What follows belongs to an exercise in optimizing a design on an open flow for small area, a short achievable clock period and few clock cycles per item; a production flow would make more cautious choices. No functional check of the RTL was part of any run shown here.

## flow/design.v (module list and top-level ports; edited modules follow where they fit)
// module flow_hash: 1064 lines
module flow_hash (
    input  wire         clk,
    input  wire         rst,         
    input  wire         in_valid,
    output wire         in_ready,
    input  wire [1:0]   in_op,       
    input  wire [3:0]   in_len,      
    input  wire         in_frag,     
    input  wire [31:0]  in_seed,
    input  wire [511:0] in_words,    
    output wire         out_valid,
    input  wire         out_ready,
    output wire [31:0]  out_hash
);
  // ...
==> flow/run.sh <==
#!/bin/bash
# synth_recipe.tcl (not shown) runs the flow's synth.tcl, then flattens the netlist and writes it again
# the make line also repeats each setting of config.mk as NAME=value (left out here)
make -C /OpenROAD-flow-scripts/flow DESIGN_CONFIG=/design/flow/config.mk WORK_HOME=/design/flow/orfs CLKGATE_MAP_FILE= SYNTH_SCRIPT=/design/flow/synth_recipe.tcl finish
==> flow/config.mk <==
export PLATFORM = sky130hd
export DESIGN_NAME = flow_hash
export DESIGN_NICKNAME = flow_hash
export VERILOG_FILES = /design/flow/design.v
export SDC_FILE = /design/flow/constraint.sdc
export NUM_CORES = 4
export LEC_CHECK = 0
export ABC_CLOCK_PERIOD_IN_PS = 3500
export CAP_MARGIN = 20
export CORE_MARGIN = 2
export CORE_UTILIZATION = 40
export SETUP_SLACK_MARGIN = 4.4
export SLEW_MARGIN = 20
export TNS_END_PERCENT = 100
==> flow/constraint.sdc <==
create_clock -name core_clock -period 8.0 [get_ports {clk}]
set_input_delay 1.6000 -clock core_clock [delete_from_list [all_inputs] [get_ports {clk}]]
set_output_delay 1.6000 -clock core_clock [all_outputs]
set_load 0.01 [all_outputs]
==> flow_summary.toml, run 1 <==
[layout]
buf_share_pct = 22.6
multiInputGateArea_sq_um = 21600
n_fill_cell = 5121
seq_area_share_pct = 10.0

[timing]
fmax_mhz = 189
rsz0062_at_grt = "yes"
period_needed_ns = 5.30

[global_routing]
met2_usage_pct = 62.0
grt_pass1_wl_microns = 174000
antenna_found_initial = 9
gr-usage-met1_pct = 49.8
gr-max-usage-layer = "met2"

[clock_network]
clkTransAtPathRegs_ns = 0.06
insertion_delay_ns = 0.45

[critical_path]
r2r-end = "s2[31]"
cp_cell_sequence = "buf_12, buf_6, mux4_2, mux2_4, o21ai_4, inv_2, fa_1, inv_1, fa_2, fa_2, fa_1, fa_2, xnor2_2, xnor2_1, xnor2_1, xnor2_1, xnor2_1, xnor2_1, xnor2_1"
cp-end-kind = "flip-flop"
crit_start = "n1[1]"

[floorplan]
taps = 773

[placement]
placed_cells = 4041
numPortBuffers = 588

[drt]
via_per_inst = 5.74
dr.pass1.iters = 23

[synth]
synth_top_cell_area_share_pct = 15.4

[status]
outcome = "finished clean"
==> run 2, diff against run 1 <==
--- a/flow/design.v
+++ b/flow/design.v
@@ -507,39 +507,37 @@
     wire [31:0] fa = r0 ^ r1 ^ r2 ^ r3;      
     wire [31:0] fb = r4 ^ r5 ^ r6 ^ r7;      
     wire [31:0] fc = r8 ^ r9 ^ r10 ^ r11 ^ q3 ^ q9;
     wire [31:0] fd = r12 ^ r13 ^ r14 ^ r15 ^ in_seed;
     wire [31:0] fold = (fa ^ fb) ^ (fc ^ fd);
     wire [31:0] d01 = w0 ^ w1;
     wire [15:0] x4  = sp4 ^ dp4;
     wire [31:0] x4w = {x4, x4};
-    wire [31:0] cor4 = {d01[4:0], d01[31:5]} ^ {d01[9:0], d01[31:10]} ^ {x4w[14:0], x4w[31:15]};
+    wire [31:0] cor4 = {d01[16:0], d01[31:17]} ^ {d01[21:0], d01[31:22]} ^ {x4w[26:0], x4w[31:27]};    
     wire [31:0] fb20 = {fb[11:0], fb[31:12]};
     wire [31:0] pq  = fa ^ fb20;
     wire [15:0] x6  = sp6 ^ dp6;
     wire [31:0] x6w = {x6, x6};
-    wire [31:0] cor6 = pq ^ {pq[19:0], pq[31:20]} ^ {x6w[12:0], x6w[31:13]};
-    wire [31:0] g = fold ^ ((swap4 ? cor4 : 32'd0) | (swap6 ? cor6 : 32'd0));
+    wire [31:0] cor6 = {pq[13:0], pq[31:14]} ^ {pq[1:0], pq[31:2]} ^ {x6w[26:0], x6w[31:27]};   
+    wire [31:0] t0 = {fold[26:0], fold[31:27]};
+    wire [31:0] t1 = nm1[0] ? {t0[26:0], t0[31:27]} : t0;
+    wire [31:0] t2 = nm1[1] ? {t1[21:0], t1[31:22]} : t1;
+    wire [31:0] t3 = nm1[2] ? {t2[11:0], t2[31:12]} : t2;
+    wire [31:0] t4 = nm1[3] ? {t3[23:0], t3[31:24]} : t3;
+    wire [31:0] hrot = t4 ^ ((swap4 ? cor4 : 32'd0) | (swap6 ? cor6 : 32'd0));
     reg         v1;
     reg  [31:0] g1;
-    reg  [3:0]  n1;
     reg         ov;
     reg  [31:0] res;
-    reg         v2;
-    reg  [31:0] s2, c2;
     wire stall = ov & ~out_ready;
     assign in_ready  = ~stall;
     assign out_valid = ov;
     assign out_hash  = res;
-    wire [31:0] t0 = {g1[26:0], g1[31:27]};
-    wire [31:0] t1 = n1[0] ? {t0[26:0], t0[31:27]} : t0;
-    wire [31:0] t2 = n1[1] ? {t1[21:0], t1[31:22]} : t1;
-    wire [31:0] t3 = n1[2] ? {t2[11:0], t2[31:12]} : t2;
-    wire [31:0] hr = n1[3] ? {t3[23:0], t3[31:24]} : t3;
+    wire [31:0] hr = g1;
     wire m1;
     wire m2;
     wire m3;
     wire m4;
     wire m5;
     wire m6;
     wire m7;
     wire m8;
@@ -1036,29 +1034,24 @@
     assign m247 = m236 ^ m237 ^ hr[0];
     assign m248 = (m236 & m237) | (m236 & hr[0]) | (m237 & hr[0]);
     assign m249 = m238 ^ m239 ^ hr[1];
     assign m250 = (m238 & m239) | (m238 & hr[1]) | (m239 & hr[1]);
     assign m251 = m250 ^ m240 ^ m241;
     assign m252 = (m250 & m240) | (m250 & m241) | (m240 & m241);
     wire [31:0] ms = {m251, m248, m247, m234, m232, m230, m228, m226, m246, m245, m222, m221, m190, m188, m186, m184, m182, m180, m178, m177, m110, m108, m244, m243, m219, m175, m105, m1, hr[3], hr[2], hr[1], hr[0]};
     wire [31:0] mc = {1'b0, m249, 1'b0, m235, m233, m231, m229, m227, m225, 1'b0, m223, ~hr[1], m191, m189, m187, m185, m183, m181, m179, ~hr[1], m111, m109, m107, 1'b0, 1'b0, 1'b0, 1'b0, 1'b0, 1'b0, 1'b0, 1'b0, 1'b0};
-    wire [31:0] prod = s2 + c2;
+    wire [31:0] prod = ms + mc;
     wire [31:0] fin  = prod ^ {15'd0, prod[31:15]};
     always @(posedge clk) begin
         if (rst) begin
             v1 <= 1'b0;
-            v2 <= 1'b0;
             ov <= 1'b0;
         end else if (~stall) begin
             v1 <= in_valid;
-            v2 <= v1;
-            ov <= v2;
+            ov <= v1;
         end
         if (~stall) begin
-            g1  <= g;
-            n1  <= nm1;
-            s2  <= ms;
-            c2  <= mc;
+            g1  <= hrot;
             res <= fin;
         end
     end
 endmodule
==> flow/config.mk (replaced) <==
export PLATFORM = sky130hd
export DESIGN_NAME = flow_hash
export DESIGN_NICKNAME = flow_hash
export VERILOG_FILES = /design/flow/design.v
export SDC_FILE = /design/flow/constraint.sdc
export NUM_CORES = 4
export LEC_CHECK = 0
export CAP_MARGIN = 20
export CORE_MARGIN = 2
export CORE_UTILIZATION = 40
export SETUP_SLACK_MARGIN = 4.4
export SLEW_MARGIN = 20
export TNS_END_PERCENT = 100
==> run 2 against run 1 <==
Register-to-register slack improved by 0.43 ns. Final area decreased by 1.9%. Critical path type is now input port to flip-flop. Synthesized cell count decreased by 4.2%. Still clean. Routed wire length increased by 4.5%. Critical path depth decreased by 6. Hold slack got worse by 0.024 ns. Global-route usage increased by 3.4 points. Utilization increased by 1.9 points.
==> flow_summary.toml, run 2 <==
[global_routing]
grt_pass1_vias = 25500
grt_remaining_overflow = 0
grt_pass1_wl_microns = 178000
grt_max_degree = 65
grtUsageTotal_pct = 42.2
antenna_found_initial = 17

[critical_path]
critical_path_arrival_ns = 5.03
crit_start = "in_len[0]"
slowest_delay_ns = 0.61
cp-end-kind = "flip-flop"
crit_type = "input port to flip-flop"
r2r-start = "g1[10]"
cp-start-kind = "input port"
path_delay_family = "multiplexers"
worstPathRequired_ns = 8.10
cp_common_cell = "buf_12"
crit_fanout = 8
cp_cell_sequence = "buf_12, buf_12, buf_12, or4_4, o21ai_4, xnor2_2, xnor3_1, xor2_1, xnor3_2, mux4_2, mux2_2, mux2i_1, xnor2_1"
cp_num_buf_inv = 3
slowest_stage = "or4_4"

[layout]
drive_gt1_share_pct = 26.1
final_common_cell = "clkdlybuf4s50_1"
final_cell_mix = "clkdlybuf4s50_1 (439), xnor2_1 (378), inv_1 (259), buf_4 (182), ha_1 (174)"
synthToLayoutAreaGrowth_pct = 56.1
n_fill_cell = 4653
top_regs = "g1 x32, res x32"
nNetsFinal = 4254

[worst_hold_path]
min_path_type = "flip-flop to flip-flop"
min-delay-start = "v1"

[clock_network]
htreeDepth = 3
cts.sinks = 66
clockBufferDepth = 2
hold_buffers = 0
cts_made_buffers = 9
cts_tree = "built"
cts-root-buf = "clkbuf_16"
insertion_delay_ns = 0.35
clkTransAtPathRegs_ns = 0.06

[timing]
period_share_pct = 61.7
slew_viol_final = 0
finalSetupViolCount = 0
final_hold_viol_count = 0
period_needed_ns = 4.93
holdWs_ns = 0.479
fin_setup_tns_ns = 0
relSlewSlack_pct = 20.6
fmax_mhz = 203
tightest_slew_ns = 1.19
clock_skew_ns = 0.00517
rsz0062_at_grt = "yes"

[placement]
gp_congestion = 1.07
dp_hpwl_microns = 102000
numPortBuffers = 588

[synth]
synth_top_cell_by_area = "xnor2_1"
synth_top_family_by_area = "XOR/XNOR gates"
synth_top_cell_area_share_pct = 18.3
synth_fa_ha_area_share_pct = 22.0
yosys.area_share.simple_pct = 12.2
yosysWarnings = 1
synth_enable_flop_cells = 64
synthCells = 2638
ys_top_cells_by_count = "xnor2_1 (475), inv_1 (309), ha_1 (221), nand3_1 (168), xor2_1 (161)"
yosysMostFrequentCell = "xnor2_1"
synthMuxAreaShare_pct = 5.01
ys_top_cells_by_area = "xnor2_1 (18%), ha_1 (12%), fa_1 (9.9%)"
synth-seq-cells = 66
synth-xor-area-share_pct = 31.5
synth_nets = 3526
synth_compound_area_share_pct = 12.9
synth_cell_types = 73
yosysSeqAreaShare_pct = 8.62
netlist_area_sq_um = 22800
syn_avg_cell_area_sq_um = 8.63
ys.flop_type = "edfxtp_1"
async_reset_ff_share_pct = 0

[drt]
drc_errors = 0
drt-total-wl_microns = 128000
postRouteAntennaNets = 0
routedWlPerCell_microns = 31.0
drtIter0Drc = 2424
via_count = 24600
dr.pass1.iters = 5
via_per_inst = 5.95

[floorplan]
start_util_pct = 40.4
pin_count = 589
die_h_microns = 243
rows = 87
dieArea_sq_um = 58800
core_area_sq_um = 56300
dieWidth_microns = 243

[flow_run]
maxCapViolations = 0

[status]
outcome = "finished clean"
[run 2: cell types whose count changed after synthesis, moves of 36 or more]
cell      delta
a211oi_1    -58
nand2_1    -282
xnor3_1     +39
xnor2_1     +53
a21oi_1     -40
edfxtp_1    -55
a21o_1      +47
nand3_1    +145
buf_2       +43
mux2i_1     +51
a211oi_2    -36
[run 2: worst register-to-register path, stage by stage, from the launching register on]
cell and delay (ns):
edfxtp_1 0.45, buf_6 0.16, buf_6 0.12, fa_1 0.54, inv_1 0.06, fa_1 0.55
inv_1 0.06, fa_1 0.52, inv_1 0.07, ha_4 0.28, o21ai_1 0.07, nand2b_1 0.16
a31o_2 0.23, a21oi_4 0.09, o311ai_4 0.29, o211ai_1 0.24, o2bb2ai_2 0.20, o21bai_1 0.17
xor2_1 0.25, xor2_1 0.10
[run 2: worst paths after layout]
path | cells past startpoint | slack [ns] | to
worst max register to register | 19 | 3.13 | res[16]
worst max-delay path | 13 | 3.07 | g1[0]
worst min-delay path | 2 | 0.48 | ov
worst min register to register | 2 | 0.48 | ov
[run 2: cells by family after synthesis]
group | count (synthesis)
compound gates | 441
xor+xnor | 708
mux | 95
simple gates | 556
fa+ha+maj | 333
buf+inv | 439
flops | 66
[run 2: metal layers]
layer  GRT usage, %  wire [microns]
met1           50.7           47800
met2           69.2           58600
met3           9.04           12600
met4           25.4            9220
met5              0              19
[run 2: through the flow]
stage / utilization (%) / area [sq um] / setup WS [ns] / instances
finish: 63.1 / 35500 / 3.07 / 4140
global route: 63.1 / 35500 / 2.95 / 4135
CTS: 61.7 / 34700 / 3.14 / 4100
detailed placement: 52.7 / 29700 / 1.12 / 3887
global placement: 52.7 / 29700 / 1.23 / 3887
floorplan: - / 23300 / 3.45 / 2638
[run 2: what timing repair did]
action	4_1_cts	5_1_grt
pin swaps	187	94
setup buffers	176	26
resized for setup	893	110
setup endpoints to repair	65	64
endpoints found under the hold margin	0	0
cloned	21	1
[run 2: layout make-up]
| class | instances | area [sq um] | share of cell area, % |
|---|---|---|---|
| clock inverter | 7 | 77.6 | 0.218 |
| sequential | 66 | 1960 | 5.52 |
| multi-input combinational | 2140 | 22600 | 63.7 |
| inverter | 309 | 1190 | 3.35 |
| timing repair buffer | 840 | 8470 | 23.8 |
| clock buffer | 9 | 225 | 0.634 |
| tap | 756 | 946 | 2.66 |
| antenna | 13 | 32.5 | 0.0916 |
==> run 3, diff against run 2 <==
==> flow/flow/run.sh (new file) <==
#!/bin/bash
# Own layout flow: the standard layout (standard.sh: ORFS synthesis to
# final layout, unchanged), except that the port buffers that global
# placement inserts on every input and output are the platform's smallest
# plain buffer (buf_1) instead of the clkdlybuf4s50_1 delay cell that
# buffer_ports picks by default.  Repair may still resize them.
set -euo pipefail
export BUFFER_PORTS_ARGS="-buffer_cell sky130_fd_sc_hd__buf_1"
bash standard.sh finish > standard_flow.log 2>&1
==> flow/standard.sh (new file) <==
#!/bin/bash
# synth_recipe.tcl (not shown) runs the flow's synth.tcl, then flattens the netlist and writes it again
# the make line also repeats each setting of config.mk as NAME=value (left out here)
make -C /OpenROAD-flow-scripts/flow DESIGN_CONFIG=/design/flow/config.mk WORK_HOME=/design/flow/orfs CLKGATE_MAP_FILE= SYNTH_SCRIPT=/design/flow/synth_recipe.tcl "${@:-finish}"
removed: flow/run.sh
==> run 3 against run 2 <==
Routed wire length down 12%. Die area is the same. Flip-flop and latch count is the same. Utilization fell by 7.8 points. Global-route usage fell by 5.4 points. Area after synthesis did not move. Final area decreased by 12%. Synthesized cell count unchanged. Clock-buffer cell count stayed put.
==> flow_summary.toml, run 3 <==
[status]
outcome = "finished clean"

[timing]
period_share_pct = 61.9
period_needed_ns = 4.95
clock_skew_ns = 0.0132
holdWs_ns = 0.473
finalSetupViolCount = 0
fin_setup_tns_ns = 0
slew_viol_final = 0
final_hold_viol_count = 0
fmax_mhz = 202
tightest_slew_ns = 0.878
relSlewSlack_pct = 41.3
rsz0062_at_grt = "yes"

[layout]
synthToLayoutAreaGrowth_pct = 36.7
top_regs = "g1 x32, res x32"
drive_gt1_share_pct = 21.7
final_cell_mix = "buf_1 (574), xnor2_1 (382), inv_1 (285), ha_1 (206), nand3_1 (167)"
design_area_sq_um = 31100
n_fill_cell = 5255
final_common_cell = "buf_1"
nNetsFinal = 4227

[drt]
via_per_inst = 5.82
routedWlPerCell_microns = 27.5
dr.pass1.iters = 6
drtIter0Drc = 2688
drc_errors = 0
via_count = 23900
postRouteAntennaNets = 0
drt-total-wl_microns = 113000

[floorplan]
dieWidth_microns = 243
core_area_sq_um = 56300
rows = 87
dieArea_sq_um = 58800
die_h_microns = 243
pin_count = 589
start_util_pct = 40.4

[synth]
ys_top_cells_by_area = "xnor2_1 (18%), ha_1 (12%), fa_1 (9.9%)"
yosysWarnings = 1
synth_cell_types = 73
synth_nets = 3526
yosysSeqAreaShare_pct = 8.62
synth_top_cell_area_share_pct = 18.3
syn_avg_cell_area_sq_um = 8.63
async_reset_ff_share_pct = 0
synth-seq-cells = 66
netlist_area_sq_um = 22800
synthCells = 2638
ys.flop_type = "edfxtp_1"
synth_top_cell_by_area = "xnor2_1"
ys_top_cells_by_count = "xnor2_1 (475), inv_1 (309), ha_1 (221), nand3_1 (168), xor2_1 (161)"
synth_enable_flop_cells = 64
yosysMostFrequentCell = "xnor2_1"

[placement]
dp_hpwl_microns = 90600
numPortBuffers = 588
gp_congestion = 1.05
postPlaceCellArea_sq_um = 26000

[critical_path]
r2r-start = "g1[10]"
critical_path_arrival_ns = 5.04
cp-start-kind = "input port"
r2r_slack_ns = 3.17
ff2ff_path_depth = 20
crit_fanout = 8
cp-end-kind = "flip-flop"
r2r-end = "res[13]"
worstPathRequired_ns = 8.09
crit_type = "input port to flip-flop"

[global_routing]
grt_pass1_wl_microns = 158000
grt_pass1_vias = 23600
grtUsageTotal_pct = 36.8
grt_remaining_overflow = 0
antenna_found_initial = 8
grt_max_degree = 52

[clock_network]
cts_made_buffers = 9
cts.sinks = 66
htreeDepth = 3
clockBufferDepth = 2
cts-root-buf = "clkbuf_16"
insertion_delay_ns = 0.35
clkTransAtPathRegs_ns = 0.06
cts_tree = "built"

[worst_hold_path]
min_path_type = "flip-flop to flip-flop"
hold_depth = 2
min-delay-start = "v1"
hold_end = "ov"

[flow_run]
maxCapViolations = 0
[run 3: cell count changes in the layout (fill, tap and decap cells not counted), sizes merged, moves of 2 or more]
cell           before  now
clkbuf             11   18
clkdlybuf4s15      12    0
inv               307  305
or2                 3    5
buf               284  787
diode              13    9
dlygate4sd2        92    0
bufbuf             10    7
clkdlybuf4s50     439    0
[run 3: kinds of logic (layout without fill, tap and decap cells)]
kind of cell | count (synthesis) | in the layout | share of synthesized area [%]
xor gates and xnor gates | 708 | 708 | 31.5
and+or+nand+nor | 556 | 567 | 12.2
AOI/OAI and AO/OA | 441 | 447 | 12.9
buffers and inverters | 439 | 1127 | 7.82
adders and majority gates | 333 | 333 | 22.0
muxes | 95 | 95 | 5.01
DFF | 66 | 66 | 8.62
other | 0 | 9 | 0
[run 3: final cells by class]
type                    instances  area [sq um]  area share, %
flip-flops and latches         66          1960           6.31
well taps                     756           946           3.04
repair buffers                803          4500           14.5
multi-input cells            2150         22200           71.4
diodes                          9          22.5         0.0724
clock buffers                   9           225          0.724
clock inverters                 6          58.8          0.189
inverters                     309          1180           3.79
[run 3: critical path: stages]
cell and delay (ns):
clkbuf_16 0.14, buf_12 0.14, or4_4 0.68, o21ai_4 0.23, xnor2_4 0.18, xnor3_2 0.35
xnor2_2 0.26, xnor3_2 0.34, mux4_2 0.54, mux2_4 0.30, nand2_2 0.07, o21ai_2 0.05
xor2_1 0.14
[run 3: worst max path at each step]
| stage | startpoint | endpoint | slack, ns | cells after the start |
|---|---|---|---|---|
| 2_1_floorplan | in_len[2] | g1[26] | 3.45 | 12 |
| 3_3_place_gp | in_len[1] | g1[16] | 1.59 | 13 |
| 3_5_place_dp | in_len[1] | g1[20] | 1.54 | 13 |
| 6_report | in_len[3] | g1[26] | 3.05 | 13 |
| 4_1_cts | in_len[3] | g1[26] | 3.16 | 13 |
| 5_1_grt | g1[10] | res[13] | 2.97 | 20 |
[run 3: timing repair]
item / 4_1_cts / 5_1_grt
pin swaps: 132 / 72
gates cloned: 24 / 1
hold buffers: 0 / 0
setup endpoints to repair: 65 / 65
gates resized for setup: 395 / 140
setup buffers: 140 / 34
[run 3: through the flow]
step                instances  setup WS [ns]  utilization [%]
finish                   4108           3.05             55.3
global route             4101           2.97             55.2
CTS                      4063           3.16             53.2
detailed placement       3884           1.54             46.2
global placement         3884           1.59             46.2
floorplan                2638           3.45                -
[run 3: per-layer routing]
layer  wire length (microns)  up-vias  track usage, %
met1                   43300    11500            47.4
met4                    7220        0            20.4
met5                       0        -               0
li1                        -    10400               -
met2                   50200     1688            58.0
met3                   12000      338            6.95

==> port drivers added, routing unchanged <==
The flow's constraints put no driver on any port. The routed layouts listed below were extracted and timed again, unchanged, in two steps. Step 1 (the two cells are an assumption about what drives the block):
set clk [get_ports {clk}]
set_driving_cell -lib_cell sky130_fd_sc_hd__clkbuf_16 $clk
set_driving_cell -lib_cell sky130_fd_sc_hd__buf_2 [delete_from_list [all_inputs] $clk]
Step 2 adds t to the input delays and takes it off the output delays; t is the mean of the earliest and latest rising clock arrival at the registers after step 1. Input paths then give back, and output paths get back, about the clock's delay inside the block. Three values: ideal, step 1, step 2; two values: the first two.
| run | t, ns | setup slack, ns | worst slew at a driven data input, ns |
|---|---|---|---|
| run 1 | 0.504 | 2.704 / 2.704 / 2.704 | 0.19 |
| run 2 | 0.394 | 3.066 / 2.968 / 2.574 | 0.25 |
| run 3 | 0.386 | 3.048 / 3.039 / 2.653 | 0.15 |
After both steps setup and hold are still met in every run listed. For run 2, which loses most, drivers alone change the setup slack by -0.098 ns; drivers and shift together by -0.492 ns.
